From an optimization exercise on the open Yosys and OpenROAD flow, aimed at small area, a short achievable clock period and few clock cycles per item; shortcuts taken in it are not production practice.
Function was checked by simulation only, so behaviour that the tests miss may differ from the original.

## run P
Design intake_corr, start of the top module:
module intake_corr (
    input  wire        clk,
    input  wire        rst,
    input  wire [15:0] cfg_gain_l,
    input  wire [15:0] cfg_gain_s,
    input  wire [15:0] cfg_ratio,
    input  wire [15:0] cfg_satlo,
    input  wire [3:0]  cfg_bw,
    input  wire [3:0]  cfg_os,
    input  wire [3:0]  cfg_gs,
    input  wire        in_valid,
    output wire        in_ready,
    input  wire [15:0] in_long,
    input  wire [15:0] in_short,
    input  wire [15:0] in_dark,
    input  wire [15:0] in_gain,
    output wire        out_valid,
    input  wire        out_ready,
    output wire [15:0] out_pix
);
Size in the first run: roughly 4900 cells after synthesis, about 160 I/O pins, roughly 53000 µm² of cells after synthesis.
==> module intake_corr, before the edit <==
module intake_corr (
    input  wire        clk,
    input  wire        rst,
    input  wire [15:0] cfg_gain_l,
    input  wire [15:0] cfg_gain_s,
    input  wire [15:0] cfg_ratio,
    input  wire [15:0] cfg_satlo,
    input  wire [3:0]  cfg_bw,
    input  wire [3:0]  cfg_os,
    input  wire [3:0]  cfg_gs,
    input  wire        in_valid,
    output wire        in_ready,
    input  wire [15:0] in_long,
    input  wire [15:0] in_short,
    input  wire [15:0] in_dark,
    input  wire [15:0] in_gain,
    output wire        out_valid,
    input  wire        out_ready,
    output wire [15:0] out_pix
);
    reg [15:0] c_gl, c_gs, c_satlo;
    reg [3:0]  c_os, c_gsh, c_wsh;
    reg [8:0]  c_osh;      
    reg [8:0]  c_osm;      
    reg [8:0]  c_osk;      
    reg [14:0] c_rflat;    
    reg [15:0] c_gsk;      
    reg [15:0] himask;     
    always @(posedge clk) begin
        c_gl    <= cfg_gain_l;
        c_gs    <= cfg_gain_s;
        c_satlo <= cfg_satlo;
        c_os    <= cfg_os;
        c_gsh   <= cfg_gs;
        c_wsh   <= 4'd12 - cfg_bw;
        c_osh   <= 9'd1 << cfg_os;
        c_osm   <= ~(9'h1FF << cfg_os);
        c_osk   <= 9'h1FF << cfg_os;
        c_rflat <= {15'd0, 1'b0} | ((16'd1 << cfg_gs) >> 1);
        c_gsk   <= 16'hFFFF << cfg_gs;
        himask  <= 16'hFFFF << cfg_bw;
    end
    wire [15:0] c_r7m = {c_osm, 7'h7F};                    
    wire [27:0] c_r19 = {c_osh, 19'd0} | 28'd2048;         
    wire [7:0]  c_rl  = c_osh[8:1];                        
    reg        en;                  
    reg        v0, v1, v2, v3;      
    reg        va, vb;              
    reg        bl2;                 
    reg  [1:0] bs;                  
    wire       bl1;
    wire       push = en && v3;
    wire       pop  = va && out_ready;
    wire       nva  = (!va || pop) ? (vb || push) : 1'b1;
    wire       nvb  = (!va || pop) ? 1'b0 : (vb || push);
    wire       bwork = v2 && bl2 && (bs != 2'd2);
    wire [1:0] nbs  = en ? 2'd0 : (bwork ? bs + 2'd1 : bs);
    wire       nv2  = en ? v1 : v2;
    wire       nbl  = en ? bl1 : bl2;
    wire       nstall = nv2 && nbl && (nbs != 2'd2);
    always @(posedge clk) begin
        if (rst) begin
            {v0, v1, v2, v3} <= 4'd0;
            va <= 1'b0;
            vb <= 1'b0;
            en <= 1'b1;
            bs <= 2'd0;
        end else begin
            if (en) begin
                v0 <= in_valid; v1 <= v0; v2 <= v1; v3 <= v2;
            end
            va <= nva;
            vb <= nvb;
            bs <= nbs;
            en <= !(nva && nvb) && !nstall;
        end
    end
    assign in_ready  = en;
    assign out_valid = va;
    reg [15:0] l0, s0, d0, g0;
    always @(posedge clk) if (en) begin
        l0 <= in_long; s0 <= in_short; d0 <= in_dark; g0 <= in_gain;
    end
    wire [31:0] pl, ps;
    mul_gain u_gl (.a(l0), .b(c_gl), .p(pl));     
    mul_gain u_gs (.a(s0), .b(c_gs), .p(ps));
    wire [15:0] gl = (|pl[31:28]) ? 16'hFFFF : pl[27:12];
    wire [15:0] gs = (|ps[31:28]) ? 16'hFFFF : ps[27:12];
    reg  [15:0] l1, s1, d1, g1;
    always @(posedge clk) if (en) begin
        l1 <= gl; s1 <= gs; d1 <= d0; g1 <= g0;
    end
    reg  [33:0] acc;                
    reg  [15:0] l2, d2, g2;
    reg  [11:0] w2;
    reg         lo2, ss2;
    reg  [17:0] ma;                 
    reg  [15:0] mb;
    wire [16:0] wl  = {1'b0, l1} - {1'b0, c_satlo};
    wire        lt  = wl[16];                           
    wire        ge  = !lt && (|(wl[15:0] & himask));    
    wire        ss  = s1 >= c_satlo;
    wire [11:0] wd  = wl[11:0] << c_wsh;                
    assign      bl1 = v1 && !lt && !ge && !ss;
    wire        st1 = v2 && bl2 && (bs == 2'd0);
    wire        st2 = v2 && bl2 && (bs == 2'd1);
    wire [33:0] mc = st2 ? {14'd0, l2, 4'd0} : st1 ? {6'd0, c_r19} :
                     bl1 ? {10'h3FF, ~l1, 8'hFF} : {18'd0, c_r7m};
    wire [15:0] md = st2 ? acc[15:0] : st1 ? 16'd0 : 16'd1;
    wire [33:0] mp;
    mul_sr u_sr (.a(ma), .b(mb), .c(mc), .d(md), .p(mp));
    always @(posedge clk) begin
        if (en) begin
            acc <= mp;
            l2 <= l1; w2 <= wd; lo2 <= lt; ss2 <= ss; bl2 <= bl1; d2 <= d1; g2 <= g1;
        end else if (bwork) begin
            if (bs == 2'd0) acc[15:0] <= mp[31:16];         
            else            acc <= {mp[29:0], 4'd0};        
        end
    end
    always @(posedge clk) begin
        if (en) begin
            ma <= bl1 ? {2'b00, mp[15:0]} : {2'b00, gs};
            mb <= bl1 ? {4'd0, wd} : cfg_ratio;
        end else if (st1) begin
            ma <= acc[33:16];
        end else begin
            ma <= {2'b00, s1};
            mb <= cfg_ratio;
        end
    end
    wire [16:0] lr  = {1'b0, l2} + {9'd0, c_rl};
    wire [24:0] xs  = lo2 ? {8'd0, lr >> c_os} : (acc[32:8] >> c_os);
    wire        xo  = !lo2 && (|(acc[32:24] & c_osk));
    wire [15:0] xm  = (ss2 || xo) ? 16'hFFFF : xs[15:0];
    wire [15:0] sub = (xm > d2) ? (xm - d2) : 16'd0;
    reg  [15:0] u3, g3;
    always @(posedge clk) if (en) begin
        u3 <= sub; g3 <= g2;
    end
    wire [31:0] fp;
    mul_flat u_fl (.a(u3), .b(g3), .c(c_rflat), .p(fp));
    wire [31:0] fr  = fp >> c_gsh;
    wire        fo_sat = |(fp[31:16] & c_gsk);
    wire [15:0] fo  = fo_sat ? 16'hFFFF : fr[15:0];
    reg  [15:0] q0, q1;
    reg         wp, rp;
    always @(posedge clk) begin
        if (rst) begin
            wp <= 1'b0;
            rp <= 1'b0;
        end else begin
            if (push) wp <= !wp;
            if (pop)  rp <= !rp;
        end
        if (push && !wp) q0 <= fo;
        if (push &&  wp) q1 <= fo;
    end
    assign out_pix = rp ? q1 : q0;
endmodule
==> module csa_nha, before the edit <==
module csa_nha (input wire a, input wire b, output wire s, output wire co);
    assign s  = ~(a ^ b);
    assign co = a | b;
endmodule
export LEC_CHECK = 0
export CAP_MARGIN = 20
export CORE_MARGIN = 2
export CORE_UTILIZATION = 40
export SLEW_MARGIN = 20
export SYNTH_HIERARCHICAL = 1
export SYNTH_MINIMUM_KEEP_SIZE = 0
create_clock -name core_clock -period 22.0 [get_ports {clk}]
standard.sh (not shown) runs the stock make flow with config.mk's settings and CLKGATE_MAP_FILE= SYNTH_SCRIPT=/design/flow/synth_recipe.tcl, a recipe that flattens the netlist after the stock synthesis.
==> flow/flow/run.sh <==
#!/bin/bash
# The standard layout (standard.sh: the standard flow's synthesis and ORFS flow, unchanged
# settings), with ORFS's timing repair asked to keep 15 ns of setup slack at
# the design's 22 ns clock, so that it speeds up the slowest paths.
set -eo pipefail
bash standard.sh SETUP_SLACK_MARGIN=15 finish > standard.log 2>&1
In summary, run P completed successfully, with a layout that passed the timing, design-rule and antenna checks.
Testbench counts of run P, summed over its fixed seeds: cycles 65,612, items 64,000.
For run B, these inputs were changed with respect to run P:
--- a/flow/design.v
+++ b/flow/design.v
@@ -20,28 +20,23 @@
 );
     reg [15:0] c_gl, c_gs, c_satlo;
-    reg [3:0]  c_os, c_gsh, c_wsh;
-    reg [8:0]  c_osh;      
-    reg [8:0]  c_osm;      
-    reg [8:0]  c_osk;      
-    reg [14:0] c_rflat;    
-    reg [15:0] c_gsk;      
-    reg [15:0] himask;     
+    reg [3:0]  c_bw, c_os, c_gsh;
     always @(posedge clk) begin
         c_gl    <= cfg_gain_l;
         c_gs    <= cfg_gain_s;
         c_satlo <= cfg_satlo;
+        c_bw    <= cfg_bw;
         c_os    <= cfg_os;
         c_gsh   <= cfg_gs;
-        c_wsh   <= 4'd12 - cfg_bw;
-        c_osh   <= 9'd1 << cfg_os;
-        c_osm   <= ~(9'h1FF << cfg_os);
-        c_osk   <= 9'h1FF << cfg_os;
-        c_rflat <= {15'd0, 1'b0} | ((16'd1 << cfg_gs) >> 1);
-        c_gsk   <= 16'hFFFF << cfg_gs;
-        himask  <= 16'hFFFF << cfg_bw;
     end
-    wire [15:0] c_r7m = {c_osm, 7'h7F};                    
-    wire [27:0] c_r19 = {c_osh, 19'd0} | 28'd2048;         
-    wire [7:0]  c_rl  = c_osh[8:1];                        
+    wire [8:0]  osh     = 9'd1 << c_os;                         
+    wire [15:0] c_r7    = {osh, 7'd0};                          
+    wire [15:0] c_r7m   = c_r7 - 16'd1;
+    wire [27:0] c_r19   = {osh, 19'd0} | 28'd2048;              
+    wire [7:0]  c_rl    = osh[8:1];                             
+    reg  [14:0] c_rflat;                                        
+    wire [15:0] gsh     = 16'd1 << c_gsh;
+    always @(posedge clk) c_rflat <= gsh[15:1];                 
+    wire [15:0] himask  = 16'hFFFF << c_bw;                     
+    wire [3:0]  c_wsh   = 4'd12 - c_bw;
     reg        en;                  
     reg        v0, v1, v2, v3;      
@@ -132,6 +127,5 @@
     wire [16:0] lr  = {1'b0, l2} + {9'd0, c_rl};
     wire [24:0] xs  = lo2 ? {8'd0, lr >> c_os} : (acc[32:8] >> c_os);
-    wire        xo  = !lo2 && (|(acc[32:24] & c_osk));
-    wire [15:0] xm  = (ss2 || xo) ? 16'hFFFF : xs[15:0];
+    wire [15:0] xm  = (ss2 || (|xs[24:16])) ? 16'hFFFF : xs[15:0];
     wire [15:0] sub = (xm > d2) ? (xm - d2) : 16'd0;
     reg  [15:0] u3, g3;
@@ -142,20 +136,11 @@
     mul_flat u_fl (.a(u3), .b(g3), .c(c_rflat), .p(fp));
     wire [31:0] fr  = fp >> c_gsh;
-    wire        fo_sat = |(fp[31:16] & c_gsk);
-    wire [15:0] fo  = fo_sat ? 16'hFFFF : fr[15:0];
-    reg  [15:0] q0, q1;
-    reg         wp, rp;
+    wire [15:0] fo  = (|fr[31:16]) ? 16'hFFFF : fr[15:0];
+    reg  [15:0] qa, qb;
     always @(posedge clk) begin
-        if (rst) begin
-            wp <= 1'b0;
-            rp <= 1'b0;
-        end else begin
-            if (push) wp <= !wp;
-            if (pop)  rp <= !rp;
-        end
-        if (push && !wp) q0 <= fo;
-        if (push &&  wp) q1 <= fo;
+        if (!va || pop) qa <= vb ? qb : fo;
+        if (en) qb <= fo;
     end
-    assign out_pix = rp ? q1 : q0;
+    assign out_pix = qa;
 endmodule
 module mul_gain (input wire [15:0] a, input wire [15:0] b, output wire [31:0] p);
@@ -2459,6 +2444,2 @@
     assign co = a & b;
 endmodule
-module csa_nha (input wire a, input wire b, output wire s, output wire co);
-    assign s  = ~(a ^ b);
-    assign co = a | b;
-endmodule
Notes after the runs:
Compared to run P, run B has least setup slack across all paths after layout 120 ps lower.
Relative to run P, clock period minus worst slack increased by 120 ps in run B.
From run P to run B the numbers moved as follows: design area shrank by 1.1%; count of TritonRoute iterations in the first routing pass down 1; placeable core area dropped 3600 µm²; die span in y went down by about 1.2%; total wirelength of the detailed-routed design now smaller.
Run P vs run B, critical path class: reg2out vs reg2reg
Between run P and run B, the flow reports sequential cell count decreasing by more than 10%.
Run B: all stages complete, timing, DRC and antenna checks passed
Status: global-route track usage on met1 parity (run B, run P)
The lower post-CTS resize count came out of run P.
Testbench counts of run B, summed over its fixed seeds: cycles 65,612, items 64,000.

separate check: timing with driven ports:
How much do the figures lean on ideal ports? The routed layouts below were timed once more, with nothing changed but the port constraints. Step 1 (the two cells are an assumption about what drives the block):
set clk [get_ports {clk}]
set_driving_cell -lib_cell sky130_fd_sc_hd__clkbuf_16 $clk
set_driving_cell -lib_cell sky130_fd_sc_hd__buf_2 [delete_from_list [all_inputs] $clk]
Step 2 moves the port delays by t, midway between the first and last clock arrival at a register: inputs arrive t later, outputs are due t later. That takes back most of the time a late clock gives input paths. a / b / c = ideal / step 1 / step 2; a / b = the first two.
| run | shift t [ns] | slack for setup (ns) | worst setup path at the end | slew at the worst register clock pin (ns) | worst data-port slew with drivers (ns) |
|---|---|---|---|---|---|
| run P | 0.736 | 15.180 / 15.103 / 15.188 | register to register | 0.07 / 0.07 | 0.08 |
| run B | 0.719 | 15.057 / 15.057 / 15.057 | register to register | 0.07 / 0.07 | 0.09 |
After both steps setup and hold are still met in every run listed.
